This is an optimization exercise on Yosys and OpenROAD, whose aim is small area, a short achievable clock period and few clock cycles, not a production implementation.
In this exercise RTL edits were held to simulation tests only and were not proved equivalent to the original.
Power and IR drop assume default switching activity.

File: design/flow/flow/run.sh
#!/bin/bash
set -euo pipefail
HERE=$(pwd)
R=$HERE/orfs/results/sky130hd/rill_cost/base
ARGS=("BUFFER_PORTS_ARGS=-buffer_cell sky130_fd_sc_hd__buf_2"
      SETUP_SLACK_MARGIN=32.5 TNS_END_PERCENT=100)

bash standard.sh "${ARGS[@]}" synth > standard_synth.log 2>&1

cp "$R/1_2_yosys.v" "$HERE/standard_synth.v"
YOSYS=yosys
[[ -x "$FLOW_HOME/../tools/install/yosys/bin/yosys" ]] && YOSYS="$FLOW_HOME/../tools/install/yosys/bin/yosys"
DONT_USE=$(sed -n '/^export DONT_USE_CELLS/,/^$/p' "$FLOW_HOME/platforms/sky130hd/config.mk" | grep -o 'sky130_fd_sc_hd__[a-z0-9_]*' | tr '\n' ' ')
LIB_FILE="$FLOW_HOME/platforms/sky130hd/lib/sky130_fd_sc_hd__tt_025C_1v80.lib" \
STD_NETLIST="$HERE/standard_synth.v" OUT_NETLIST="$R/1_2_yosys.v" TOP="$FLOW_TOP" \
DONT_USE="$DONT_USE" ABC_D=6500 ABC_SCRIPT="$HERE/flow/remap.abc" \
    "$YOSYS" -c "$HERE/flow/remap.tcl" > remap.log 2>&1
rm -f "$R/1_synth.odb" "$R/1_synth.sdc"

bash standard.sh "${ARGS[@]}" finish > standard_finish.log 2>&1
File: design/flow/flow/remap.abc
strash
&get -n
&fraig -x
&put
scorr
dc2
strash
&get -n
&st
&dch -f -C 200
&nf -R 1000 -E 100 -C 32
&put
topo
stime -c
buffer -c
upsize -c
dnsize -c
File: design/flow/flow/remap.tcl
# Maps the standard synthesis's logic again with its registers left as
# they are. Every sequential cell (and the tie cell) is kept as a black box,
# so each register keeps its name and cell type; the gates between them are
# read as their library functions, flattened and mapped anew by ABC with
# flow/remap.abc, then tied off and buffered as the standard synthesis does.
set lib $::env(LIB_FILE)
yosys read_liberty -overwrite -ignore_miss_func -ignore_miss_dir -ignore_miss_data_latch $lib
set keep {}
foreach c [split [exec grep -o {sky130_fd_sc_hd__[a-z0-9_]*} $::env(STD_NETLIST) | sort -u] "\n"] {
    if {[regexp {__(dfx|edf|df|sdf|sedf|dl|conb)} $c]} { lappend keep $c }
}
puts "kept as black boxes: $keep"
yosys blackbox {*}$keep
yosys read_verilog $::env(STD_NETLIST)
yosys hierarchy -top $::env(TOP)
yosys flatten
yosys opt_clean
# the library's cells again, as black boxes, for the cells ABC places
yosys read_liberty -lib -nooverwrite -ignore_miss_dir -ignore_miss_data_latch $lib
yosys stat -liberty $lib
set du {}
foreach c $::env(DONT_USE) { lappend du -dont_use $c }
yosys abc -liberty $lib {*}$du -D $::env(ABC_D) -script $::env(ABC_SCRIPT)
yosys opt_clean -purge
yosys hilomap -singleton -hicell sky130_fd_sc_hd__conb_1 HI -locell sky130_fd_sc_hd__conb_1 LO
yosys insbuf -buf sky130_fd_sc_hd__buf_4 A X
yosys check -assert -mapped
yosys stat -liberty $lib
yosys write_verilog -noattr -nohex -nodec $::env(OUT_NETLIST)
File: design/flow/standard.sh
#!/bin/bash
# synth_recipe.tcl (not shown) runs the flow's synth.tcl, then flattens the netlist and writes it again
# the make line also repeats each setting of config.mk as NAME=value (left out here)
make -C /OpenROAD-flow-scripts/flow DESIGN_CONFIG=/design/flow/config.mk WORK_HOME=/design/flow/orfs CLKGATE_MAP_FILE= SYNTH_SCRIPT=/design/flow/synth_recipe.tcl "${@:-finish}"
File: design/flow/config.mk
export PLATFORM = sky130hd
export DESIGN_NAME = rill_cost
export DESIGN_NICKNAME = rill_cost
export VERILOG_FILES = /design/flow/design.v
export SDC_FILE = /design/flow/constraint.sdc
export NUM_CORES = 4
export LEC_CHECK = 0
export ABC_AREA = 1
export CAP_MARGIN = 20
export CORE_MARGIN = 2
export CORE_UTILIZATION = 40
export CTS_CLUSTER_DIAMETER = 50
export CTS_CLUSTER_SIZE = 80
export SLEW_MARGIN = 20
File: design/flow/constraint.sdc
create_clock -name core_clock -period 42.0 [get_ports {clk}]
set_input_delay 8.4000 -clock core_clock [delete_from_list [all_inputs] [get_ports {clk}]]
set_output_delay 8.4000 -clock core_clock [all_outputs]
set_load 0.01 [all_outputs]
File: design/flow/design.v
module rill_cost (
    input  wire        clk,
    input  wire        rst,         
    input  wire        in_valid,
    output wire        in_ready,
    input  wire [11:0] in_data,
    input  wire        in_lg,       
    input  wire        in_last,     
    output reg         grp_valid,
    output reg  [3:0]  grp_k0,
    output reg  [3:0]  grp_k1,
    output reg  [3:0]  grp_k2,
    output reg         res_valid,
    output reg  [1:0]  res_pred,
    output reg  [15:0] res_len
);
    assign in_ready = 1'b1;
    reg        r_rst;
    reg        r_v;
    reg        r_lg;
    reg        r_last;
    reg [11:0] r_x;
    always @(posedge clk) begin
        r_rst  <= rst;
        r_v    <= in_valid;
        r_lg   <= in_lg;
        r_last <= in_last;
        r_x    <= in_data;
    end
    wire v = r_v & ~r_rst;
    reg        in_blk;       
    reg        cur_lg;       
    reg        fresh;        
    reg [11:0] x0;           
    reg [11:0] xp1;          
    reg [11:0] xp2;          
    reg [3:0]  gc;           
    wire ns = v & (~in_blk | (r_lg != cur_lg));    
    wire vr = v & ~ns;                              
    wire [3:0] gc_base = fresh ? 4'd0 : gc;
    wire       gdone   = vr & ((gc_base == 4'd15) | r_last);
    wire [12:0] e0 = {1'b0, r_x} - {1'b0, x0};
    wire [12:0] e1 = {1'b0, r_x} - {1'b0, xp1};
    wire [13:0] e2 = {2'b0, r_x} + {2'b0, xp2} - {1'b0, xp1, 1'b0};
    wire [13:0] z0 = {1'b0, {e0[11:0], 1'b0} ^ {13{e0[12]}}};
    wire [13:0] z1 = {1'b0, {e1[11:0], 1'b0} ^ {13{e1[12]}}};
    wire [13:0] z2 = {e2[12:0], 1'b0} ^ {14{e2[13]}};
    function [4:0] code_bits(input [13:0] zz, input integer k);
        reg [13:0] q;
        begin
            q = zz >> k;
            if (q < 16) code_bits = q[4:0] + 5'd1 + k;
            else        code_bits = 5'd30;
        end
    endfunction
    wire [7:0] acc [0:41];
    genvar gp, gk;
    generate
        for (gp = 0; gp < 3; gp = gp + 1) begin : g_p
            wire [13:0] zp = (gp == 0) ? z0 : (gp == 1) ? z1 : z2;
            for (gk = 0; gk < 14; gk = gk + 1) begin : g_k
                if (gp < 2 && gk == 13) begin : g_fix
                    assign acc[gp*14+gk] = 8'd0;
                end else begin : g_acc
                    reg  [7:0] a;
                    wire [4:0] cb  = vr ? code_bits(zp, gk) : 5'd0;
                    wire [7:0] av = fresh ? 8'd0 : a;
                    wire [7:0] bv = {3'd0, cb};
                    wire [8:0] c;
                    wire [7:0] s;
                    assign c[0] = 1'b0;
                    genvar gb;
                    for (gb = 0; gb < 8; gb = gb + 1) begin : g_b
                        assign s[gb]   = av[gb] ^ bv[gb] ^ c[gb];
                        assign c[gb+1] = (av[gb] & bv[gb]) | (c[gb] & (av[gb] ^ bv[gb]));
                    end
                    if ((gp < 2 && gk >= 11) || gk == 13) begin : g_nosat
                        always @(posedge clk) a <= s;
                    end else if (gp < 2) begin : g_sat01
                        always @(posedge clk) a <= s | {{4{c[8]}}, 4'd0};
                    end else begin : g_sat2
                        always @(posedge clk) a <= s | {{4{c[8]}}, 3'd0, c[8]};
                    end
                    assign acc[gp*14+gk] = a;
                end
            end
        end
    endgenerate
    reg cl;      
    reg res2;    
    reg ns2;     
    reg last2;   
    always @(posedge clk) begin
        if (r_rst) begin
            in_blk <= 1'b0;
            cur_lg <= 1'b0;
            fresh  <= 1'b1;
            gc     <= 4'd0;
            cl     <= 1'b0;
            res2   <= 1'b0;
            ns2    <= 1'b0;
            last2  <= 1'b0;
        end else begin
            cl    <= gdone | (ns & ~fresh);
            res2  <= vr;
            ns2   <= ns;
            last2 <= v & r_last;
            gc    <= gc_base + {3'd0, vr};
            if (ns)      fresh <= 1'b1;
            else if (vr) fresh <= gdone;
            if (v) begin
                in_blk <= ~r_last;
                cur_lg <= r_lg;
            end
        end
        if (v) begin
            xp1 <= r_x;
            xp2 <= ns ? r_x : xp1;
            if (ns) x0 <= r_x;
        end
    end
    function [21:0] argmin14(input [111:0] c, input [13:0] en);    
        reg [13:0] cand, b;
        reg [7:0]  mv;
        reg        any0;
        integer i, j;
        begin
            cand = en;
            for (j = 7; j >= 0; j = j - 1) begin
                for (i = 0; i < 14; i = i + 1) b[i] = c[i*8+j];
                any0  = |(cand & ~b);
                mv[j] = ~any0;
                cand  = cand & ~(b & {14{any0}});
            end
            argmin14 = {cand, mv};
        end
    endfunction
    function [3:0] first14(input [13:0] m);
        integer i;
        begin
            first14 = 4'd0;
            for (i = 13; i >= 0; i = i - 1)
                if (m[i]) first14 = i;
        end
    endfunction
    wire [111:0] cost0, cost1, cost2;
    generate
        for (gk = 0; gk < 13; gk = gk + 1) begin : g_cost
            assign cost0[gk*8 +: 8] = acc[gk];
            assign cost1[gk*8 +: 8] = acc[14+gk];
        end
        for (gk = 0; gk < 14; gk = gk + 1) begin : g_cost2
            assign cost2[gk*8 +: 8] = acc[28+gk];
        end
    endgenerate
    assign cost0[111:104] = 8'd0;
    assign cost1[111:104] = 8'd0;
    wire [21:0] am0 = argmin14(cost0, 14'h1fff);
    wire [21:0] am1 = argmin14(cost1, 14'h1fff);
    wire [21:0] am2 = argmin14(cost2, 14'h3fff);
    reg        res3;         
    reg        ns3;          
    reg        last3;        
    reg [7:0]  mv0, mv1, mv2;        
    reg [3:0]  bk0, bk1, bk2;        
    always @(posedge clk) begin
        if (r_rst) begin
            res3      <= 1'b0;
            ns3       <= 1'b0;
            last3     <= 1'b0;
        end else begin
            res3      <= res2;
            ns3       <= ns2;
            last3     <= last2;
        end
        bk0 <= first14(am0[21:8]);
        bk1 <= first14(am1[21:8]);
        bk2 <= first14(am2[21:8]);
        mv0 <= (cl & ~r_rst) ? am0[7:0] : 8'd0;
        mv1 <= (cl & ~r_rst) ? am1[7:0] : 8'd0;
        mv2 <= (cl & ~r_rst) ? am2[7:0] : 8'd0;
    end
    wire       cl3 = |mv0;
    always @(posedge clk) begin
        grp_valid <= cl3 & ~r_rst;
        grp_k0 <= bk0;
        grp_k1 <= bk1;
        grp_k2 <= bk2;
    end
    function [14:0] radd15(input [14:0] x, input [14:0] y);
        reg c;
        integer i;
        begin
            c = 1'b0;
            for (i = 0; i < 15; i = i + 1) begin
                radd15[i] = x[i] ^ y[i] ^ c;
                c = (x[i] & y[i]) | (c & (x[i] ^ y[i]));
            end
        end
    endfunction
    reg        start;        
    reg        fin;          
    reg [14:0] tot0, tot1, tot2;     
    reg [12:0] dq;           
    reg [7:0]  cq;           
    always @(posedge clk) begin
        if (r_rst) begin
            start <= 1'b1;
            fin   <= 1'b0;
        end else begin
            start <= last3;
            fin   <= last3;
        end
        tot0 <= radd15(start ? 15'd0 : tot0, {7'd0, mv0});
        tot1 <= radd15(start ? 15'd0 : tot1, {7'd0, mv1});
        tot2 <= radd15(start ? 15'd0 : tot2, {7'd0, mv2});
        dq   <= (start ? 13'd0 : dq) + (res3 ? 13'd3 : 13'd0) - (cl3 ? 13'd1 : 13'd0);
        cq   <= (start ? 8'd0 : cq) + (ns3 ? 8'd3 : 8'd0) + (cl3 ? 8'd1 : 8'd0);
    end
    wire [14:0] st = {dq, 2'b00};
    wire        s01 = tot1 < tot0;
    wire [14:0] m01 = s01 ? tot1 : tot0;
    wire        s23 = st < tot2;
    wire [14:0] m23 = s23 ? st : tot2;
    wire        sf  = m23 < m01;
    wire [14:0] mn  = sf ? m23 : m01;
    always @(posedge clk) begin
        res_valid <= fin & ~r_rst;
        res_pred <= sf ? {1'b1, s23} : {1'b0, s01};
        res_len  <= {1'b0, mn} + {6'd0, cq, 2'b00};
    end
endmodule
==> run notes, run 1 <==
outcome: complete, no violations
met1 wire length: 43.6 mm
CTS H-tree depth: 3
Tcrit/Tclk final: 22.5%
DR vias/cell: 5.45
Residual DRC: 0
synthesized net count: 3907
Crit path depth: 1
arrival time of the worst setup path: 1.07 ns
Cell Area, Synth: 30100 um2
initial core utilization: 40.5%
Port Buffer Count: 48
non-filler cells, final: 4972
row count: 100
Reg2Reg Setup Slack: 33.07 ns
leakage power: 14.0 nW
routability congestion estimate: 0.903
clock period minus worst slack: 9.47 ns
TritonRoute pass-1 iters: 6
final clock skew: 0.0340 ns
post-route cell area: 34200 um2
final WL: 86.9 mm
grt total ovfl: 0
Avg Cell Area, Syn: 7.75 um2
WS Path Type: reg2out
total CTS buffers: 75
first-pass GRT wire length: 136 mm
Area Growth Syn to Fin: 13.4%
RSZ-0062 raised after global routing: true
TritonCTS clock tree: yes
crit start category: flop
layout cell share with drive strength beyond 1: 7.27%
Root Buffer: clkbuf_16
crit path max fanout: 1
Slowest-stage cell, CP: dfxtp_2
synth warn: 1
combinational power share: 18.6%
Power Dens Cells: 43.6 nW/um2
CTS clk-pin slew, worst paths: 0.06 ns
final hold violations: 0
Max VDD drop: 0.0260 mV
ANT nets after route: 0
Core Box Area: 74400 um2
sequential power share: 36.5%
hold_buf cts: 0
worst slack, placed: 31.77 ns
worst reg2reg endpoint: bk2[0]
clock sink count: 522
largest net degree at the start of global routing: 94
Max Slew Vio Count: 0
placed cell count: 4817
GRT Total Usage: 21.9%
Chip Height: 278 um
worst hold path class: reg2reg
cell internal pwr: 0.00101 W
CTS Buffer Depth: 3
vias in the first global route: 24.5k
CP top delay family: flip-flops
routed wl met3: 4.45 mm
Ant. Diodes: 0
setup TNS: 0 ns
Die W: 278 um
Mapped Cells: 3890
# nets final: 3957
initial drt markers: 2157
DR WL/cell: 17.5 um
top sig layer: met4
CP required: 33.60 ns
Critical Path Max Stage Delay: 0.33 ns
Setup crit start: grp_k1[0]
initial antenna violation count: 3
CP Capture Type: output pin
Setup-failing EPs final: 0
vias: 27.1k
fin worst setup slack: 32.53 ns
post-DP HPWL: 65.2 mm
worst slew pin tran: 0.950 ns
Max-Slew Margin vs Limit: 36.2%
Worst Setup EP: grp_k1[0]
Die ar.: 77500 um2
clock share of power: 44.9%
# IOs: 50
worst skew pair latency: 0.63 ns
sw frac: 32.2%
P_sw: 0.000479 W
crit-path cells: buf_6
Max Cap Violations: 0
Buf/Inv on CP: 1
max frequency: 106 MHz
Placed Area: 31300 um2
met2 wire len: 37.0 mm
worst r2r path cells: 39
reg2reg start: g_p[2].g_k[12].g_acc.a[7]
cells in the final DEF (no fill, tap or decap), drive strengths merged, types with 15 or more instances in the layout:
cell	n
a211oi	17
a21boi	32
clkbuf	83
nand2	515
o21ai	207
nor2b	123
o22ai	113
buf	86
nand3	91
and3	60
inv	159
edfxtp	36
xor2	93
dfxtp	486
nor4	43
maj3	63
or2	15
clkinv	22
a31oi	32
and2	40
a22oi	19
nor3	48
xnor2	339
a21o	158
a21oi	412
nand2b	53
nor2	436
nand4	32
layout make-up:
type                            instances  area, um2
Tap cell                              969       1210
Clock inverter                         57        704
Inverter                              134        510
Multi-Input combinational cell       3121      18400
Sequential cell                       522      10800
Clock buffer                           83       1960
Timing Repair Buffer                   86        588
Fill cell                            7371      40300
worst min-delay path by stage:
stage | startpoint | depth (start not counted) | slack [ns] | endpoint
6_report | bk1[2] | 0 | 0.33 | grp_k1[2]
5_1_grt | bk2[3] | 0 | 0.33 | grp_k2[3]
4_1_cts | bk1[2] | 0 | 0.33 | grp_k1[2]
3_5_place_dp | bk2[2] | 0 | 0.31 | grp_k2[2]
3_3_place_gp | bk2[3] | 0 | 0.31 | grp_k2[3]
2_1_floorplan | bk0[0] | 0 | 0.31 | grp_k0[0]
worst reg2reg max path: cells and delay by family (launching register included):
kind / cells / cell delay (ns)
compound gates: 20 / 4.31
simple gates: 18 / 3.94
flops: 1 / 0.38
buf+inv: 1 / 0.21
repair_timing:
item                                   4_1_cts  5_1_grt
endpoints found under the hold margin        0        0
resized for setup                           18       11
cloned                                       0        0
setup buffers                                0       15
pin swaps                                    0        5
setup endpoints to repair                   17       21
routing by layer:
layer  vias to the layer above  global-route usage [%]
met5                         -                       0
met4                         0                    5.71
met3                       115                    2.83
met2                       682                    33.4
met1                     12600                    32.4
li1                      13700                       -
power groups by stage:
| stage | clock network, W | registers, W | logic, W |
|---|---|---|---|
| finish | 0.000668 | 0.000544 | 0.000276 |
| global route | 0.000702 | 0.000547 | 0.000306 |
| CTS | 0.000681 | 0.000544 | 0.000274 |
| detailed placement | 0 | 0.000554 | 0.000272 |
| global placement | 0 | 0.000554 | 0.000270 |
| floorplan | 0 | 0.000547 | 0.000204 |
registers in the layout, summed over array words and instances, names as in the netlist, 4 cells and up:
| name | count |
|---|---|
| g_p.g_k.g_acc.a | 320 |
| res_len | 16 |
| tot0 | 15 |
| tot1 | 15 |
| tot2 | 15 |
| dq | 13 |
| r_x | 12 |
| x0 | 12 |
| xp1 | 12 |
| xp2 | 12 |
| cq | 8 |
| mv0 | 8 |
| mv1 | 8 |
| mv2 | 8 |
| bk0 | 4 |
| bk1 | 4 |
| bk2 | 4 |
| gc | 4 |
| grp_k0 | 4 |
| grp_k1 | 4 |
| grp_k2 | 4 |
through the flow:
stage          hold WS [ns]  total power [W]  utilization, %
2_1_floorplan         0.310         0.000751               -
3_3_place_gp          0.310         0.000825            42.0
3_5_place_dp          0.314         0.000826            42.0
4_1_cts               0.328          0.00150            45.7
5_1_grt               0.332          0.00156            45.9
6_report              0.326          0.00149            45.9
Testbench counts, summed over its fixed seeds: cycles 81,576.
==> inputs of run 2 (changes only) <==
--- a/design/flow/flow/remap.abc
+++ b/design/flow/flow/remap.abc
@@ -15,3 +15,3 @@
 buffer -c
-upsize -c
-dnsize -c
+upsize -c -D 7000
+dnsize -c -D 7000
--- a/design/flow/config.mk
+++ b/design/flow/config.mk
@@ -11,4 +11,4 @@
 export CORE_UTILIZATION = 40
-export CTS_CLUSTER_DIAMETER = 50
-export CTS_CLUSTER_SIZE = 80
+export CTS_CLUSTER_DIAMETER = 80
+export CTS_CLUSTER_SIZE = 30
 export SLEW_MARGIN = 20
==> run notes, run 2 <==
outcome: complete, no violations (unchanged)
setup TNS: 0 ns (unchanged)
Buf/Inv on CP: 1 (unchanged)
most frequent cells in the layout: nand2_1, dfxtp_1, nor2_1, a21oi_1, xnor2_1 (unchanged)
Max VDD drop: 0.0271 mV (was 0.0260 mV)
hold path startpoint: bk1[3] (was bk1[2])
worst r2r path cells: 35 (was 39)
Root Buffer: clkbuf_16 (unchanged)
largest net degree at the start of global routing: 127 (was 94)
Top reg by flops: g_p.g_k.g_acc.a (unchanged)
Worst Hold End: grp_k1[3] (was grp_k1[2])
worst hold path class: reg2reg (unchanged)
most common cell after layout, fill and taps aside: nand2_1 (unchanged)
clock sink count: 522 (unchanged)
worst reg2reg endpoint: g_p[2].g_k[0].g_acc.a[5] (was bk2[0])
Die W: 278 um (about the same)
Setup-failing EPs final: 0 (unchanged)
Avg Cell Area, Syn: 7.72 um2 (was 7.75 um2)
CP top delay family: flip-flops (unchanged)
row count: 100 (unchanged)
Top Registers: g_p.g_k.g_acc.a x320, res_len x16 (unchanged)
synth warn: 1 (unchanged)
DR vias/cell: 5.45 (about the same)
Chip Height: 278 um (about the same)
Core Box Area: 74300 um2 (was 74400 um2)
GRT Total Usage: 21.7% (was 21.9%)
arrival time of the worst setup path: 1.05 ns (was 1.07 ns)
synthesized net count: 3907 (unchanged)
reg2reg start: xp1[0] (was g_p[2].g_k[12].g_acc.a[7])
# nets final: 3922 (was 3957)
Port Buffer Count: 48 (unchanged)
final hold violations: 0 (unchanged)
hold_buf cts: 0 (unchanged)
vias: 26.7k (was 27.1k)
max reg flops: 320 (unchanged)
post-DP HPWL: 65.6 mm (was 65.2 mm)
CTS H-tree depth: 2 (was 3)
RSZ-0062 raised after global routing: false (was true)
final clock skew: 0.0448 ns (was 0.0340 ns)
WS Path Type: reg2out (unchanged)
fin worst setup slack: 32.55 ns (was 32.53 ns)
Mapped Cells: 3890 (unchanged)
Area Growth Syn to Fin: 8.82% (was 13.4%)
Max Cap Violations: 0 (unchanged)
worst skew pair latency: 0.61 ns (was 0.63 ns)
initial antenna violation count: 0 (was 3)
vias in the first global route: 24.6k (was 24.5k)
grt total ovfl: 0 (unchanged)
DR WL/cell: 17.5 um (about the same)
Crit path depth: 1 (unchanged)
leakage power: 13.3 nW (was 14.0 nW)
worst slew pin tran: 0.906 ns (was 0.950 ns)
CTS clk-pin slew, worst paths: 0.09 ns (was 0.06 ns)
final WL: 85.8 mm (was 86.9 mm)
ANT nets after route: 0 (unchanged)
max frequency: 106 MHz (about the same)
total CTS buffers: 35 (was 75)
worst slack, placed: 31.69 ns (was 31.77 ns)
TritonCTS clock tree: yes (unchanged)
crit-path cells: buf_2 (was buf_6)
TritonRoute pass-1 iters: 5 (was 6)
clock period minus worst slack: 9.45 ns (was 9.47 ns)
Max Slew Vio Count: 0 (unchanged)
Power Dens Cells: 36.6 nW/um2 (was 43.6 nW/um2)
layout cell share with drive strength beyond 1: 5.37% (was 7.27%)
CP required: 33.60 ns (about the same)
first-pass GRT wire length: 135 mm (was 136 mm)
Residual DRC: 0 (unchanged)
crit start category: flop (unchanged)
crit path max fanout: 1 (unchanged)
initial drt markers: 2159 (was 2157)
Slowest-stage cell, CP: dfxtp_2 (unchanged)
initial core utilization: 40.4% (was 40.5%)
Tcrit/Tclk final: 22.5% (about the same)
Cell Area, Synth: 30000 um2 (was 30100 um2)
Ant. Diodes: 0 (unchanged)
worst hold path cell count: 0 (unchanged)
CP Capture Type: output pin (unchanged)
Die ar.: 77300 um2 (was 77500 um2)
Max-Slew Margin vs Limit: 39.4% (was 36.2%)
Critical Path Max Stage Delay: 0.32 ns (was 0.33 ns)
CTS Buffer Depth: 3 (unchanged)
Reg2Reg Setup Slack: 33.28 ns (was 33.07 ns)
# IOs: 50 (unchanged)
routability congestion estimate: 0.898 (was 0.903)
-- run 2: cell types whose count changed in the layout (fill, tap and decap cells not counted), moves of 5 or more --
cell | before | now
clkbuf_16 | 77 | 35
inv_6 | 13 | 3
dfxtp_1 | 475 | 483
dfxtp_2 | 10 | 2
buf_2 | 40 | 47
buf_6 | 8 | 1
bufinv_16 | 6 | 0
inv_8 | 10 | 4
clkinv_4 | 7 | 2
-- run 2: layout make-up --
| type | instances | area (um2) |
|---|---|---|
| Clock buffer | 37 | 893 |
| Clock inverter | 26 | 300 |
| Fill cell | 7554 | 41700 |
| Inverter | 134 | 510 |
| Multi-Input combinational cell | 3121 | 18300 |
| Sequential cell | 522 | 10800 |
| Tap cell | 969 | 1210 |
| Timing Repair Buffer | 91 | 594 |
-- run 2: metrics by stage --
step,total power (W),utilization (%),instances,cell area (um2),hold WS (ns)
2_1_floorplan,0.000750,-,3890,30000,0.310
3_3_place_gp,0.000823,42.0,4816,31200,0.311
3_5_place_dp,0.000825,42.0,4816,31200,0.312
4_1_cts,0.00120,43.7,4884,32500,0.347
5_1_grt,0.00125,44.0,4900,32700,0.352
6_report,0.00119,44.0,4900,32700,0.339
-- run 2: per-layer routing --
metal / wire [um] / GRT usage [%] / part of all wire, %
met1: 42700 / 31.7 / 50
met2: 37300 / 34.4 / 43
met3: 4110 / 2.23 / 4.8
met4: 1770 / 5.02 / 2.1
met5: 0 / 0 / 0
-- run 2: worst max path at each step --
stage | slack [ns] | end | from
floorplan | 33.27 | grp_k0[0] | grp_k0[0]
global placement | 31.66 | bk2[0] | g_p[2].g_k[12].g_acc.a[7]
detailed placement | 31.69 | bk2[0] | g_p[2].g_k[12].g_acc.a[7]
CTS | 32.50 | grp_k0[2] | grp_k0[2]
global route | 32.50 | res_len[0] | res_len[0]
finish | 32.55 | grp_k0[3] | grp_k0[3]
-- run 2: power by group --
group / switching, W / internal [W]
combinational: 0.000177 / 0.0000967
sequential: 0.0000234 / 0.000520
clock: 0.000209 / 0.000168
total: 0.000410 / 0.000784
-- run 2: repair_timing --
action                     4_1_cts  5_1_grt
hold endpoints to repair         0        0
setup endpoints to repair        9       20
gates resized for setup          5       20
buffers inserted                 5       16
pin swaps                        2        7
==> inputs of run 3 (changes only) <==
==> design/flow/flow/remap.abc (replaced) <==
strash
&get -n
&fraig -x
&put
scorr
dc2
strash
&get -n
&st
&dch -f -C 200
&nf -R 1000 -E 100 -C 32
&put
topo
stime -c
buffer -c
dnsize -c
==> run notes, run 3 <==
CTS Buffer Depth: 3 (unchanged)
fin worst setup slack: 32.57 ns (was 32.55 ns)
worst slack, placed: 31.69 ns (about the same)
hold_buf cts: 0 (unchanged)
Max VDD drop: 0.0279 mV (was 0.0271 mV)
Die ar.: 77000 um2 (was 77300 um2)
WS Path Type: reg2out (unchanged)
Chip Height: 278 um (about the same)
worst skew pair latency: 0.59 ns (was 0.61 ns)
# IOs: 50 (unchanged)
TritonRoute pass-1 iters: 5 (unchanged)
total CTS buffers: 34 (was 35)
Avg Cell Area, Syn: 7.69 um2 (was 7.72 um2)
CP required: 33.60 ns (about the same)
Top reg by flops: g_p.g_k.g_acc.a (unchanged)
worst slew pin tran: 0.911 ns (was 0.906 ns)
final WL: 85.4 mm (was 85.8 mm)
routability congestion estimate: 0.896 (was 0.898)
max reg flops: 320 (unchanged)
sequential power share: 44.9% (was 45.5%)
CP top delay family: flip-flops (unchanged)
Top Registers: g_p.g_k.g_acc.a x320, res_len x16 (unchanged)
most frequent cells in the layout: nand2_1, dfxtp_1, nor2_1, a21oi_1, xnor2_1 (unchanged)
clock period minus worst slack: 9.43 ns (was 9.45 ns)
Root Buffer: clkbuf_16 (unchanged)
first-pass GRT wire length: 134 mm (was 135 mm)
CTS clk-pin slew, worst paths: 0.09 ns (about the same)
combinational power share: 22.9% (about the same)
initial antenna violation count: 0 (unchanged)
Setup-failing EPs final: 0 (unchanged)
vias in the first global route: 24.2k (was 24.6k)
Die W: 278 um (about the same)
clock share of power: 32.2% (was 31.6%)
post-DP HPWL: 65.0 mm (was 65.6 mm)
final hold violations: 0 (unchanged)
grt total ovfl: 0 (unchanged)
Tcrit/Tclk final: 22.5% (about the same)
worst hold path class: reg2reg (unchanged)
RSZ-0062 raised after global routing: true (was false)
sw frac: 34.0% (was 34.3%)
row count: 100 (unchanged)
crit start category: flop (unchanged)
TritonCTS clock tree: yes (unchanged)
arrival time of the worst setup path: 1.03 ns (was 1.05 ns)
synthesized net count: 3907 (unchanged)
CP Capture Type: output pin (unchanged)
Mapped Cells: 3890 (unchanged)
leakage power: 13.3 nW (about the same)
initial core utilization: 40.3% (was 40.4%)
largest net degree at the start of global routing: 116 (was 127)
DR WL/cell: 17.5 um (about the same)
Area Growth Syn to Fin: 8.78% (was 8.82%)
crit path max fanout: 1 (unchanged)
layout cell share with drive strength beyond 1: 4.84% (was 5.37%)
max frequency: 106 MHz (about the same)
synth warn: 1 (unchanged)
Max Slew Vio Count: 0 (unchanged)
Slowest-stage cell, CP: dfxtp_1 (was dfxtp_2)
initial drt markers: 2281 (was 2159)
P_sw: 0.000411 W (was 0.000410 W)
Port Buffer Count: 48 (unchanged)
Critical Path Max Stage Delay: 0.33 ns (was 0.32 ns)
CTS H-tree depth: 2 (unchanged)
most common cell after layout, fill and taps aside: nand2_1 (unchanged)
setup TNS: 0 ns (unchanged)
vias: 26.8k (was 26.7k)
crit-path cells: buf_2 (unchanged)
cell internal pwr: 0.000798 W (was 0.000784 W)
final clock skew: 0.0265 ns (was 0.0448 ns)
Max Cap Violations: 0 (unchanged)
Max-Slew Margin vs Limit: 38.8% (was 39.4%)
Buf/Inv on CP: 1 (unchanged)
DR vias/cell: 5.47 (was 5.45)
# nets final: 3914 (was 3922)
GRT Total Usage: 21.5% (was 21.7%)
clock sink count: 522 (unchanged)
Core Box Area: 74200 um2 (was 74300 um2)
outcome: complete, no violations (unchanged)
Residual DRC: 0 (unchanged)
Cell Area, Synth: 29900 um2 (was 30000 um2)
Power Dens Cells: 37.1 nW/um2 (was 36.6 nW/um2)
ANT nets after route: 0 (unchanged)
==> run 3: cell type report <==
type,instances,area (um2)
Antenna cell,1,2.50
Clock buffer,38,897
Clock inverter,23,338
Fill cell,7450,41600
Inverter,134,510
Multi-Input combinational cell,3121,18300
Sequential cell,522,10800
Tap cell,969,1210
Timing Repair Buffer,84,523
==> run 3: stage by stage <==
step | cell area, um2 | total power (W) | cells | hold slack [ns] | utilization (%)
after floorplan | 29900 | 0.000750 | 3890 | 0.310 | -
after global placement | 31200 | 0.000825 | 4820 | 0.312 | 42.0
after detailed placement | 31200 | 0.000827 | 4820 | 0.312 | 42.0
after CTS | 32400 | 0.00122 | 4881 | 0.332 | 43.7
after global routing | 32600 | 0.00127 | 4891 | 0.339 | 43.9
final | 32600 | 0.00121 | 4892 | 0.333 | 43.9
==> run 3: metal layers <==
layer / up-vias / GRT usage [%] / part of all wire [%]
li1: 13600 / - / -
met1: 12500 / 31.6 / 50
met2: 593 / 33.3 / 43
met3: 93 / 2.58 / 4.8
met4: 0 / 5.32 / 2.2
met5: - / 0 / 0
==> run 3: worst paths after layout <==
kind | start | endpoint | slack (ns) | depth (start not counted)
min | bk2[3] | grp_k2[3] | 0.33 | 0
max reg2reg | g_p[2].g_k[12].g_acc.a[7] | bk2[0] | 33.15 | 40
max | grp_k0[0] | grp_k0[0] | 32.57 | 1
min reg2reg | bk2[3] | grp_k2[3] | 0.33 | 0
==> run 3: what timing repair did <==
action                                  CTS  global route
pin swaps                                 0             4
gates resized for setup                   3            11
setup buffers                             0            10
endpoints found under the setup margin    7            19
==> run 3: power by group through the flow <==
stage | Clock [W] | Sequential, W | Combinational [W]
floorplan | 0 | 0.000547 | 0.000203
global placement | 0 | 0.000554 | 0.000272
detailed placement | 0 | 0.000554 | 0.000273
CTS | 0.000400 | 0.000543 | 0.000274
global route | 0.000415 | 0.000546 | 0.000304
finish | 0.000390 | 0.000543 | 0.000277
==> inputs of run 4 (changes only) <==
--- a/design/flow/flow/run.sh
+++ b/design/flow/flow/run.sh
@@ -5,3 +5,4 @@
 ARGS=("BUFFER_PORTS_ARGS=-buffer_cell sky130_fd_sc_hd__buf_2"
-      SETUP_SLACK_MARGIN=32.5 TNS_END_PERCENT=100)
+      SETUP_SLACK_MARGIN=32.5 TNS_END_PERCENT=100
+      "CTS_ARGS=-repair_clock_nets -dont_use_dummy_load")
 
==> run notes, run 4 <==
final WL: 86.4 mm (was 85.4 mm)
post-route cell area: 33400 um2 (was 32600 um2)
Max Cap Violations: 0 (unchanged)
clock sink count: 522 (unchanged)
largest net degree at the start of global routing: 116 (unchanged)
Slowest-stage cell, CP: dfxtp_1 (unchanged)
initial antenna violation count: 1 (was 0)
RSZ-0062 raised after global routing: true (unchanged)
Setup crit start: grp_k1[0] (was grp_k0[0])
DR vias/cell: 5.49 (was 5.47)
reg2reg start: g_p[2].g_k[12].g_acc.a[7] (unchanged)
Die W: 278 um (unchanged)
Ant. Diodes: 0 (was 1)
WS Path Type: reg2out (unchanged)
TritonRoute pass-1 iters: 6 (was 5)
most common cell after layout, fill and taps aside: nand2_1 (unchanged)
Tcrit/Tclk final: 22.6% (was 22.5%)
vias: 27.0k (was 26.8k)
Port Buffer Count: 48 (unchanged)
row count: 100 (unchanged)
crit path max fanout: 1 (unchanged)
routed wl met3: 4.52 mm (was 4.13 mm)
post-DP HPWL: 65.0 mm (unchanged)
worst r2r path cells: 40 (unchanged)
CP required: 33.60 ns (about the same)
CP top delay family: flip-flops (unchanged)
Avg Cell Area, Syn: 7.69 um2 (unchanged)
setup TNS: 0 ns (unchanged)
vias in the first global route: 24.6k (was 24.2k)
hold_buf cts: 0 (unchanged)
Fillers: 7393 (was 7450)
met1 wire length: 43.1 mm (was 42.8 mm)
Reg2Reg Setup Slack: 33.13 ns (was 33.15 ns)
# nets final: 3960 (was 3914)
Area Growth Syn to Fin: 11.7% (was 8.78%)
Max VDD drop: 0.0299 mV (was 0.0279 mV)
worst skew pair latency: 0.66 ns (was 0.59 ns)
CTS clk-pin slew, worst paths: 0.06 ns (was 0.09 ns)
Max Slew Vio Count: 0 (unchanged)
outcome: complete, no violations (unchanged)
Placed Area: 31200 um2 (unchanged)
Root Buffer: clkbuf_16 (unchanged)
worst slew pin tran: 0.919 ns (was 0.911 ns)
Top reg by flops: g_p.g_k.g_acc.a (unchanged)
Mapped Cells: 3890 (unchanged)
Max-Slew Margin vs Limit: 38.3% (was 38.8%)
synth warn: 1 (unchanged)
initial core utilization: 40.3% (unchanged)
final clock skew: 0.0343 ns (was 0.0265 ns)
max reg flops: 320 (unchanged)
CTS Buffer Depth: 3 (unchanged)
Setup-failing EPs final: 0 (unchanged)
Power Dens Cells: 41.1 nW/um2 (was 37.1 nW/um2)
ANT nets after route: 0 (unchanged)
CP Capture Type: output pin (unchanged)
crit start category: flop (unchanged)
routability congestion estimate: 0.896 (unchanged)
Die ar.: 77000 um2 (unchanged)
total CTS buffers: 81 (was 34)
initial drt markers: 2176 (was 2281)
arrival time of the worst setup path: 1.10 ns (was 1.03 ns)
top sig layer: met4 (unchanged)
DR WL/cell: 17.6 um (was 17.5 um)
Chip Height: 278 um (unchanged)
met2 wire len: 37.2 mm (was 36.6 mm)
CTS H-tree depth: 6 (was 2)
Crit path depth: 1 (unchanged)
synthesized net count: 3907 (unchanged)
layout cell share with drive strength beyond 1: 5.58% (was 4.84%)
worst reg2reg endpoint: bk2[0] (unchanged)
final hold violations: 0 (unchanged)
Worst Setup EP: grp_k1[0] (was grp_k0[0])
clock period minus worst slack: 9.50 ns (was 9.43 ns)
Buf/Inv on CP: 1 (unchanged)
GRT Total Usage: 22.0% (was 21.5%)
Residual DRC: 0 (unchanged)
leakage power: 13.7 nW (was 13.3 nW)
Core Box Area: 74200 um2 (unchanged)
Cell Area, Synth: 29900 um2 (unchanged)
grt total ovfl: 0 (unchanged)
Pwr Total: 0.00137 W (was 0.00121 W)
TritonCTS clock tree: yes (unchanged)
max frequency: 105 MHz (was 106 MHz)
# IOs: 50 (unchanged)
worst hold path class: reg2reg (unchanged)
most frequent cells in the layout: nand2_1, dfxtp_1, nor2_1, a21oi_1, xnor2_1 (unchanged)
Critical Path Max Stage Delay: 0.31 ns (was 0.33 ns)
crit-path cells: buf_2 (unchanged)
first-pass GRT wire length: 135 mm (was 134 mm)
Top Registers: g_p.g_k.g_acc.a x320, res_len x16 (unchanged)
run 4: worst register-to-register path: cells and delay by family (launching register included):
family | cells | cell delay (ns)
compound gates | 20 | 3.51
flops | 1 | 0.46
simple gates | 18 | 4.50
buf+inv | 2 | 0.26
run 4: timing repair:
action	in CTS	in global routing
pin swaps	0	4
endpoints found under the setup margin	32	41
gates resized for setup	9	22
setup buffers	0	9
run 4: worst min path at each step:
stage	start	endpoint	slack (ns)	cells past startpoint
detailed placement	bk2[2]	grp_k2[2]	0.31	0
global placement	bk0[3]	grp_k0[3]	0.31	0
global route	bk1[2]	grp_k1[2]	0.34	0
CTS	bk2[3]	grp_k2[3]	0.33	0
finish	bk2[3]	grp_k2[3]	0.33	0
floorplan	bk0[0]	grp_k0[0]	0.31	0
run 4: stage by stage:
step	hold slack [ns]	utilization (%)	instances	worst slack, ns
floorplan	0.310	-	3890	33.27
global placement	0.312	42.0	4820	31.51
detailed placement	0.312	42.0	4820	31.69
CTS	0.330	44.8	4901	32.34
global route	0.335	45.0	4910	32.37
finish	0.328	45.0	4910	32.50
run 4: metal layers:
layer  global-route usage (%)  up-vias
met1                     32.0    12500
met2                     33.6      699
met3                     3.25       93
li1                         -    13700
met4                     6.07        0
met5                        0        -
run 4: layout make-up:
cell class                 instances  area (um2)  share of cell area, %
tap                              969        1210                   3.63
sequential                       522       10800                   32.4
multi-input combinational       3121       18300                   54.7
inverter                         134         510                   1.53
clock buffer                      81        2030                   6.07
timing repair buffer              83         578                   1.73
run 4: where the power goes:
group	internal, W	switching, W	total, W
logic	0.0000979	0.000179	0.000277
clock network	0.000336	0.000216	0.000551
registers	0.000522	0.0000227	0.000544
==> inputs of run 5 (changes only) <==
--- a/design/flow/flow/run.sh
+++ b/design/flow/flow/run.sh
@@ -6,3 +6,3 @@
       SETUP_SLACK_MARGIN=32.5 TNS_END_PERCENT=100
-      "CTS_ARGS=-repair_clock_nets -dont_use_dummy_load")
+      "CTS_ARGS=-sink_clustering_enable -repair_clock_nets -sink_clustering_size 30 -sink_clustering_max_diameter 80 -dont_use_dummy_load")
 
==> run notes, run 5 <==
outcome: complete, no violations (unchanged)
initial drt markers: 2194 (was 2176)
DR WL/cell: 17.5 um (was 17.6 um)
RSZ-0062 raised after global routing: true (unchanged)
reg2reg start: g_p[2].g_k[12].g_acc.a[7] (unchanged)
final hold violations: 0 (unchanged)
Max Slew Vio Count: 0 (unchanged)
clock sink count: 522 (unchanged)
total CTS buffers: 34 (was 81)
crit start category: flop (unchanged)
first-pass GRT wire length: 134 mm (was 135 mm)
# nets final: 3915 (was 3960)
Buf/Inv on CP: 1 (unchanged)
Tcrit/Tclk final: 22.4% (was 22.6%)
most frequent cells in the layout: nand2_1, dfxtp_1, nor2_1, a21oi_1, xnor2_1 (unchanged)
initial antenna violation count: 0 (was 1)
Top reg by flops: g_p.g_k.g_acc.a (unchanged)
GRT Total Usage: 21.4% (was 22.0%)
Root Buffer: clkbuf_16 (unchanged)
Ant. Diodes: 0 (unchanged)
largest net degree at the start of global routing: 116 (unchanged)
Area Growth Syn to Fin: 7.52% (was 11.7%)
Slowest-stage cell, CP: dfxtp_1 (unchanged)
TritonRoute pass-1 iters: 6 (unchanged)
CP required: 33.60 ns (about the same)
layout cell share with drive strength beyond 1: 4.29% (was 5.58%)
Setup-failing EPs final: 0 (unchanged)
Mapped Cells: 3890 (unchanged)
TritonCTS clock tree: yes (unchanged)
synthesized net count: 3907 (unchanged)
WS Path Type: reg2out (unchanged)
worst skew pair latency: 0.59 ns (was 0.66 ns)
synth warn: 1 (unchanged)
Chip Height: 278 um (unchanged)
Avg Cell Area, Syn: 7.69 um2 (unchanged)
worst slew pin tran: 0.939 ns (was 0.919 ns)
Residual DRC: 0 (unchanged)
max reg flops: 320 (unchanged)
vias: 26.7k (was 27.0k)
hold path startpoint: bk1[2] (was bk2[3])
Fillers: 7501 (was 7393)
leakage power: 13.1 nW (was 13.7 nW)
# IOs: 50 (unchanged)
post-DP HPWL: 65.0 mm (unchanged)
GRT met2 Usage: 33.2% (was 33.6%)
crit path max fanout: 1 (unchanged)
arrival time of the worst setup path: 1.03 ns (was 1.10 ns)
worst slack, placed: 31.69 ns (unchanged)
Critical Path Max Stage Delay: 0.33 ns (was 0.31 ns)
ANT nets after route: 0 (unchanged)
row count: 100 (unchanged)
final clock skew: 0.0633 ns (was 0.0343 ns)
DR vias/cell: 5.48 (was 5.49)
met3 usage: 2.34% (was 3.25%)
GR peak layer: met2 (unchanged)
CP top delay family: flip-flops (unchanged)
CTS H-tree depth: 2 (was 6)
fin worst setup slack: 32.57 ns (was 32.50 ns)
most common cell after layout, fill and taps aside: nand2_1 (unchanged)
crit-path cells: buf_2 (unchanged)
setup TNS: 0 ns (unchanged)
vias in the first global route: 24.1k (was 24.6k)
Setup crit start: grp_k0[0] (was grp_k1[0])
Die W: 278 um (unchanged)
Max VDD drop: 0.0242 mV (was 0.0299 mV)
routability congestion estimate: 0.896 (unchanged)
multi-input logic area: 18300 um2 (about the same)
post-route cell area: 32200 um2 (was 33400 um2)
clock period minus worst slack: 9.43 ns (was 9.50 ns)
Max-Slew Margin vs Limit: 36.9% (was 38.3%)
CTS Buffer Depth: 3 (unchanged)
Pwr Total: 0.00114 W (was 0.00137 W)
max frequency: 106 MHz (was 105 MHz)
Top Registers: g_p.g_k.g_acc.a x320, res_len x16 (unchanged)
Die ar.: 77000 um2 (unchanged)
register area: 10800 um2 (about the same)
initial core utilization: 40.3% (unchanged)
Placed Area: 31200 um2 (unchanged)
CTS clk-pin slew, worst paths: 0.09 ns (was 0.06 ns)
Cell Area, Synth: 29900 um2 (unchanged)
grt total ovfl: 0 (unchanged)
CP Capture Type: output pin (unchanged)
Core Box Area: 74200 um2 (unchanged)
Max Cap Violations: 0 (unchanged)
final WL: 85.2 mm (was 86.4 mm)
Power Dens Cells: 35.4 nW/um2 (was 41.1 nW/um2)
Port Buffer Count: 48 (unchanged)
met1 Use GR: 31.6% (was 32.0%)
worst hold path class: reg2reg (unchanged)
==> run 5: what timing repair did <==
item | in CTS | in global routing
pin swaps | 0 | 4
endpoints found under the setup margin | 7 | 19
hold buffers | 0 | 0
resized for setup | 3 | 12
buffers inserted | 0 | 11
==> run 5: worst paths after layout <==
kind | slack [ns] | cells past startpoint | endpoint
worst max-delay path | 32.57 | 1 | grp_k0[0]
worst min-delay path | 0.33 | 0 | grp_k1[2]
worst max register to register | 33.12 | 40 | bk2[0]
worst min register to register | 0.33 | 0 | grp_k1[2]
==> run 5: power by group <==
group / switching [W] / internal [W]
sequential: 0.0000228 / 0.000520
combinational: 0.000179 / 0.0000977
clock: 0.000174 / 0.000145
==> run 5: worst register-to-register path, delay by kind of cell, from the launching register on <==
kind,cells,cell delay [ns]
flip-flops,1,0.48
buffers and inverters,2,0.26
AND/OR/NAND/NOR,18,4.51
AO/OA/AOI/OAI,20,3.52
==> run 5: per-stage QoR <==
| step | hold slack [ns] | cells | utilization [%] |
|---|---|---|---|
| after CTS | 0.332 | 4854 | 43.2 |
| after global routing | 0.335 | 4865 | 43.4 |
| after global placement | 0.312 | 4820 | 42.0 |
| after floorplan | 0.310 | 3890 | - |
| final | 0.330 | 4865 | 43.4 |
| after detailed placement | 0.312 | 4820 | 42.0 |
==> run 5: cell type report <==
type                       instances  share of cell area (%)
timing repair buffer              85                    1.65
inverter                         134                    1.59
multi-input combinational       3121                    56.7
sequential                       522                    33.6
tap                              969                    3.77
clock buffer                      34                    2.64
==> run 5: per-layer routing <==
metal,share of wire [%],wire length (um)
met2,43,36400
met1,50,42700
met5,0,0
met4,2.1,1750
met3,5.1,4320
==> inputs of run 6 (changes only) <==
--- a/design/flow/flow/run.sh
+++ b/design/flow/flow/run.sh
@@ -6,3 +6,3 @@
       SETUP_SLACK_MARGIN=32.5 TNS_END_PERCENT=100
-      "CTS_ARGS=-sink_clustering_enable -repair_clock_nets -sink_clustering_size 30 -sink_clustering_max_diameter 80 -dont_use_dummy_load")
+      "CTS_ARGS=-sink_clustering_enable -repair_clock_nets -sink_clustering_size 30 -sink_clustering_max_diameter 80 -dont_use_dummy_load -distance_between_buffers 300 -branching_point_buffers_distance 300")
 
==> run notes, run 6 <==
most frequent cells in the layout: nand2_1, dfxtp_1, nor2_1, a21oi_1, xnor2_1 (unchanged)
hold_buf cts: 0 (unchanged)
row count: 100 (unchanged)
grt total ovfl: 0 (unchanged)
Core Box Area: 74200 um2 (unchanged)
Max-Slew Margin vs Limit: 36.9% (unchanged)
TritonCTS clock tree: yes (unchanged)
Util after Layout: 43.4% (unchanged)
Max Cap Violations: 0 (unchanged)
sw frac: 33.0% (unchanged)
DR WL/cell: 17.5 um (unchanged)
CTS clk-pin slew, worst paths: 0.09 ns (about the same)
post-DP HPWL: 65.0 mm (unchanged)
CP top delay family: flip-flops (unchanged)
Slowest-stage cell, CP: dfxtp_1 (unchanged)
CTS H-tree depth: 2 (unchanged)
# IOs: 50 (unchanged)
worst slew pin tran: 0.939 ns (unchanged)
vias in the first global route: 24.1k (unchanged)
clock share of power: 28.0% (about the same)
synth warn: 1 (unchanged)
outcome: complete, no violations (unchanged)
Buf/Inv on CP: 1 (unchanged)
leakage power: 13.1 nW (unchanged)
Residual DRC: 0 (unchanged)
setup TNS: 0 ns (unchanged)
Top Registers: g_p.g_k.g_acc.a x320, res_len x16 (unchanged)
Power Dens Cells: 35.4 nW/um2 (unchanged)
clock sink count: 522 (unchanged)
Max Slew Vio Count: 0 (unchanged)
arrival time of the worst setup path: 1.03 ns (about the same)
Root Buffer: clkbuf_16 (unchanged)
non-filler cells, final: 4865 (unchanged)
max reg flops: 320 (unchanged)
placed cell count: 4820 (unchanged)
crit-path cells: buf_2 (unchanged)
Tcrit/Tclk final: 22.4% (unchanged)
crit start category: flop (unchanged)
final hold violations: 0 (unchanged)
Pwr Total: 0.00114 W (unchanged)
synthesized net count: 3907 (unchanged)
Chip Height: 278 um (unchanged)
final clock skew: 0.0633 ns (unchanged)
Port Buffer Count: 48 (unchanged)
CP Capture Type: output pin (unchanged)
Ant. Diodes: 0 (unchanged)
ANT nets after route: 0 (unchanged)
CP required: 33.60 ns (about the same)
DR vias/cell: 5.48 (unchanged)
TritonRoute pass-1 iters: 6 (unchanged)
initial core utilization: 40.3% (unchanged)
initial antenna violation count: 0 (unchanged)
CTS Buffer Depth: 3 (unchanged)
Fillers: 7501 (unchanged)
combinational power share: 24.3% (about the same)
Mapped Cells: 3890 (unchanged)
WS Path Type: reg2out (unchanged)
max frequency: 106 MHz (unchanged)
GRT Total Usage: 21.4% (unchanged)
cell internal pwr: 0.000762 W (unchanged)
vias: 26.7k (unchanged)
RSZ-0062 raised after global routing: true (unchanged)
# nets final: 3915 (unchanged)
initial drt markers: 2194 (unchanged)
crit path max fanout: 1 (unchanged)
clock period minus worst slack: 9.43 ns (unchanged)
Cell Area, Synth: 29900 um2 (unchanged)
final WL: 85.2 mm (unchanged)
P_sw: 0.000376 W (unchanged)
Critical Path Max Stage Delay: 0.33 ns (about the same)
total CTS buffers: 34 (unchanged)
Avg Cell Area, Syn: 7.69 um2 (unchanged)
Top reg by flops: g_p.g_k.g_acc.a (unchanged)
first-pass GRT wire length: 134 mm (unchanged)
most common cell after layout, fill and taps aside: nand2_1 (unchanged)
Die W: 278 um (unchanged)
largest net degree at the start of global routing: 116 (unchanged)
Die ar.: 77000 um2 (unchanged)
Area Growth Syn to Fin: 7.52% (unchanged)
worst skew pair latency: 0.59 ns (about the same)
Setup-failing EPs final: 0 (unchanged)
sequential power share: 47.7% (about the same)
layout cell share with drive strength beyond 1: 4.29% (unchanged)
Max VDD drop: 0.0242 mV (unchanged)
routability congestion estimate: 0.896 (unchanged)
worst hold path class: reg2reg (unchanged)
-- run 6: metrics by stage --
stage | setup WS, ns | cell area, um2 | hold WS, ns
after floorplan | 33.27 | 29900 | 0.310
after global placement | 31.51 | 31200 | 0.312
after detailed placement | 31.69 | 31200 | 0.312
after CTS | 32.30 | 32100 | 0.332
after global routing | 32.37 | 32200 | 0.335
final | 32.57 | 32200 | 0.330
-- run 6: layout make-up --
| cell class | count | area (um2) | share of cell area, % |
|---|---|---|---|
| clock buffer | 34 | 851 | 2.64 |
| inverter | 134 | 510 | 1.59 |
| multi-input combinational | 3121 | 18300 | 56.7 |
| sequential | 522 | 10800 | 33.6 |
| tap | 969 | 1210 | 3.77 |
| timing repair buffer | 85 | 531 | 1.65 |
-- run 6: final timing paths --
check,start,to,slack [ns],cells after the start
setup reg to reg,g_p[2].g_k[12].g_acc.a[7],bk2[0],33.12,40
setup / recovery,grp_k0[0],grp_k0[0],32.57,1
hold / removal,bk1[2],grp_k1[2],0.33,0
hold reg to reg,bk1[2],grp_k1[2],0.33,0
-- run 6: what timing repair did --
item | 4_1_cts | 5_1_grt
resized for setup | 3 | 12
setup buffers | 0 | 11
setup endpoints to repair | 7 | 19
pin swaps | 0 | 4
-- run 6: power by group through the flow --
stage | combinational [W] | sequential (W) | clock [W]
after floorplan | 0.000203 | 0.000547 | 0
after global placement | 0.000272 | 0.000554 | 0
after detailed placement | 0.000273 | 0.000554 | 0
after CTS | 0.000274 | 0.000543 | 0.000328
after global routing | 0.000305 | 0.000546 | 0.000342
final | 0.000277 | 0.000543 | 0.000318
-- run 6: per-layer routing --
metal	global-route usage [%]	vias up	wire length [um]
met5	0	-	0
met4	5.10	0	1750
met3	2.34	90	4320
met2	33.2	631	36400
met1	31.6	12400	42700
li1	-	13600	-

-- port drivers added, routing unchanged --
No port has a modelled driver above. Below, the same layouts with a new extraction and two added sets of constraints. Step 1: set_driving_cell puts a clkbuf_16 on clk and a buf_2 on each other input, an assumption about the parent block. Step 2 adds t to the input delays and takes it off the output delays; t is the mean of the earliest and latest rising clock arrival at the registers after step 1. Input paths then give back, and output paths get back, about the clock's delay inside the block. Slacks: ideal / step 1 / step 2; pairs: ideal / step 1.
| run | t (ns) | setup WS [ns] | hold slack, ns | worst register clock-pin slew, ns | worst data-port slew with drivers (ns) |
|---|---|---|---|---|---|
| run 1 | 0.687 | 32.530 / 32.460 / 33.075 | 0.326 / 0.326 / 0.326 | 0.07 / 0.07 | 0.04 |
| run 2 | 0.653 | 32.548 / 32.480 / 33.134 | 0.339 / 0.339 / 0.339 | 0.11 / 0.11 | 0.03 |
| run 3 | 0.645 | 32.569 / 32.505 / 33.146 | 0.333 / 0.333 / 0.333 | 0.11 / 0.11 | 0.04 |
| run 4 | 0.713 | 32.505 / 32.438 / 33.135 | 0.328 / 0.328 / 0.328 | 0.07 / 0.07 | 0.04 |
| run 5 | 0.625 | 32.573 / 32.508 / 33.118 | 0.330 / 0.330 / 0.330 | 0.11 / 0.11 | 0.04 |
| run 6 | 0.625 | 32.573 / 32.508 / 33.118 | 0.330 / 0.330 / 0.330 | 0.11 / 0.11 | 0.04 |
After both steps setup and hold are still met in every run listed.
